Background: an optimization exercise with open tools, aiming at small area, a short achievable clock period and few clock cycles per item. Do not read the settings as production practice.
In this exercise RTL edits were held to simulation tests only and were not proved equivalent to the original.

## dmc_line_decoder
module dmc_line_decoder (
    input  wire         clk,
    input  wire         rst,           
    input  wire         in_valid,
    output wire         in_ready,
    input  wire [639:0] in_line,       
    output reg          out_valid,
    output reg  [511:0] out_data,      
    output reg  [127:0] out_check,     
    output reg  [1:0]   out_class,     
    output reg  [4:0]   out_dev        
);
Size: ~9400 cells after synthesis, about 1300 I/O pins, ~90000 um^2 of cells after synthesis.
Settings: LEC_CHECK=0, CAP_MARGIN=20, CORE_MARGIN=2, CORE_UTILIZATION=40, SLEW_MARGIN=20; clock period 32.0 ns.
standard.sh (not shown) runs the stock make flow with config.mk's settings and CLKGATE_MAP_FILE= SYNTH_SCRIPT=/design/flow/synth_recipe.tcl, a recipe that flattens the netlist after the stock synthesis.
==> flow/flow/run.sh <==
#!/bin/bash
# Layout flow: the standard flow's synthesis with an area-oriented ABC mapping script
# (flow/synth.tcl, flow/abc.script), then the standard layout with the port
# buffers made from PORT_BUF cells and timing repair asked to leave setup
# slack of SETUP_MARGIN ns at the design's clock period, so that it sizes and
# buffers the logic for a shorter achieved period. flow/params.sh may change
# these settings. Each step writes its output to a log of its own.
set -uo pipefail
SETUP_MARGIN=24
SLEWCAP=40
PORT_BUF=sky130_fd_sc_hd__buf_2
EXTRA=()
if [[ -f flow/params.sh ]]; then source flow/params.sh; fi
export FLOW_ABC_SCRIPT=$PWD/flow/abc.script
export FLOW_ABC_D_PS=6000
bash standard.sh SYNTH_SCRIPT=$PWD/flow/synth.tcl synth > synth.log 2>&1 || exit 1
bash standard.sh "BUFFER_PORTS_ARGS=-buffer_cell $PORT_BUF" \
    SETUP_SLACK_MARGIN=$SETUP_MARGIN SLEW_MARGIN=$SLEWCAP CAP_MARGIN=$SLEWCAP \
    "${EXTRA[@]}" finish > layout.log 2>&1
==> flow/flow/abc.script <==
&get -n
&st
&dch
&nf -R 1000
&put
topo
stime -c
==> flow/flow/params.sh <==
PORT_BUF=sky130_fd_sc_hd__buf_1
EXTRA=(CORE_UTILIZATION=65)
==> flow/flow/synth.tcl <==
# The standard flow's synthesis script (synth_recipe.tcl), with ABC's technology mapping
# run from abc.script beside this file, at a delay target of ABC_D_PS.
# Everything else, registers included, is as in the standard synthesis.
proc synth {args} { yosys synth -nofsm -noshare {*}$args }
proc abc {args} {
  set i [lsearch -exact $args -script]
  if { $i >= 0 } { lset args [expr {$i + 1}] $::env(FLOW_ABC_SCRIPT) }
  set j [lsearch -exact $args -D]
  if { $j >= 0 } { lset args [expr {$j + 1}] $::env(FLOW_ABC_D_PS) }
  yosys abc {*}$args
}
source $::env(SCRIPTS_DIR)/synth.tcl
# left out here: clear keep_hierarchy, flatten, clean up, hide names made inside functions, write 1_2_yosys.v
The starting point failed in global routing (5_1_grt) (GRT-0232).
Testbench counts at the start, summed over its fixed seeds: cycles 16,016, items 16,000.
Then changed:
==> flow/flow/run.sh (replaced) <==
#!/bin/bash
# Layout flow: the standard flow's synthesis with an area-oriented ABC mapping script
# (flow/synth.tcl, flow/abc.script), then the standard layout with the port
# buffers made from buf_2 cells and timing repair asked to leave setup slack
# of SETUP_MARGIN ns at the design's clock period, so that it sizes and
# buffers the logic for a shorter achieved period. Each step logs on its own.
set -uo pipefail
SETUP_MARGIN=${SETUP_MARGIN:-23}
export FLOW_ABC_SCRIPT=$PWD/flow/abc.script
export FLOW_ABC_D_PS=${FLOW_ABC_D_PS:-6000}
bash standard.sh SYNTH_SCRIPT=$PWD/flow/synth.tcl synth > synth.log 2>&1 || exit 1
bash standard.sh "BUFFER_PORTS_ARGS=-buffer_cell sky130_fd_sc_hd__buf_2" \
    SETUP_SLACK_MARGIN=$SETUP_MARGIN SLEW_MARGIN=40 CAP_MARGIN=40 finish > layout.log 2>&1
removed: flow/flow/params.sh
This time the run went through all stages and came out clean.
Synthesized cell count does not change.
Area after synthesis stays the same.
Then changed:
--- a/flow/flow/run.sh
+++ b/flow/flow/run.sh
@@ -6,5 +6,5 @@
 # buffers the logic for a shorter achieved period. Each step logs on its own.
 set -uo pipefail
-SETUP_MARGIN=${SETUP_MARGIN:-23}
+SETUP_MARGIN=${SETUP_MARGIN:-24}
 export FLOW_ABC_SCRIPT=$PWD/flow/abc.script
 export FLOW_ABC_D_PS=${FLOW_ABC_D_PS:-6000}
Outcome:
- The changed run completed with no timing, DRC or antenna violations
- cell count barely changes
- die area is unchanged
- area after synthesis is unchanged
- sequential cell count does not change
- setup slack gets better by 0.85 ns
- wire length went up by 3.8%
- non-clock buffer count rose by 2
Then changed:
==> flow/flow/run.sh (replaced) <==
#!/bin/bash
# Layout flow: the standard flow's synthesis with an area-oriented ABC mapping script
# (flow/synth.tcl, flow/abc.script), then the standard layout with the port
# buffers made from PORT_BUF cells and timing repair asked to leave setup
# slack of SETUP_MARGIN ns at the design's clock period, so that it sizes and
# buffers the logic for a shorter achieved period. flow/params.sh may change
# these settings. Each step writes its output to a log of its own.
set -uo pipefail
SETUP_MARGIN=24
SLEWCAP=40
PORT_BUF=sky130_fd_sc_hd__buf_2
EXTRA=()
if [[ -f flow/params.sh ]]; then source flow/params.sh; fi
export FLOW_ABC_SCRIPT=$PWD/flow/abc.script
export FLOW_ABC_D_PS=6000
bash standard.sh SYNTH_SCRIPT=$PWD/flow/synth.tcl synth > synth.log 2>&1 || exit 1
bash standard.sh "BUFFER_PORTS_ARGS=-buffer_cell $PORT_BUF" \
    SETUP_SLACK_MARGIN=$SETUP_MARGIN SLEW_MARGIN=$SLEWCAP CAP_MARGIN=$SLEWCAP \
    "${EXTRA[@]}" finish > layout.log 2>&1
==> flow/flow/params.sh (new file) <==
EXTRA=(CORE_UTILIZATION=65)
Worst hold slack improved by 0.018 ns; cell count falls by 8.5%; worst setup slack degrades by 0.21 ns; die area is lower by 38%; maximum frequency goes down by 2.5%.
Then changed:
==> flow/flow/run.sh (replaced) <==
#!/bin/bash
# Layout flow: the standard flow's synthesis with an area-oriented ABC mapping script
# (flow/synth.tcl, flow/abc.script), then the standard layout with the port
# buffers made from buf_2 cells and timing repair asked to leave setup slack
# of SETUP_MARGIN ns at the design's clock period, so that it sizes and
# buffers the logic for a shorter achieved period. Each step logs on its own.
set -uo pipefail
SETUP_MARGIN=${SETUP_MARGIN:-24}
export FLOW_ABC_SCRIPT=$PWD/flow/abc.script
export FLOW_ABC_D_PS=${FLOW_ABC_D_PS:-6000}
bash standard.sh SYNTH_SCRIPT=$PWD/flow/synth.tcl synth > synth.log 2>&1 || exit 1
bash standard.sh "BUFFER_PORTS_ARGS=-buffer_cell sky130_fd_sc_hd__buf_2" \
    SETUP_SLACK_MARGIN=$SETUP_MARGIN SLEW_MARGIN=20 CAP_MARGIN=20 finish > layout.log 2>&1
removed: flow/flow/params.sh
Worst setup slack gets better by 0.12 ns.
Global-route usage drops by 19 points.
Wire length goes up by 10%.
Clock skew increases by 0.042 ns.

static timing again, ports no longer ideal:
How much do the figures lean on ideal ports? The routed layouts below were timed once more, with nothing changed but the port constraints. Step 1 sets driving cells, clkbuf_16 on the clock port and buf_2 on the other inputs (assumed; they add their load-dependent delay and slew). Step 2 also shifts input and output timing later by t, the mid clock arrival at the registers, as if the neighbouring blocks saw the same clock. Three values: no drivers, after step 1, after step 2; two values: the first two.
run | shift t [ns] | setup WS [ns] | hold WS [ns] | worst setup path at the end
the second run | 0.932 | 22.992 / 23.078 / 22.146 | 0.405 / 0.405 / 0.405 | input to register
the third run | 0.914 | 23.840 / 23.904 / 23.004 | 0.391 / 0.391 / 0.391 | input to register
the fourth run | 0.942 | 23.630 / 23.630 / 22.853 | 0.409 / 0.409 / 0.409 | input to register
the fifth run | 0.938 | 23.750 / 23.795 / 22.878 | 0.393 / 0.393 / 0.393 | input to register
After both steps every run listed still meets setup and hold. The setup slack of the fifth run, which loses most, moves by +0.045 ns with the drivers and by -0.872 ns with both steps.
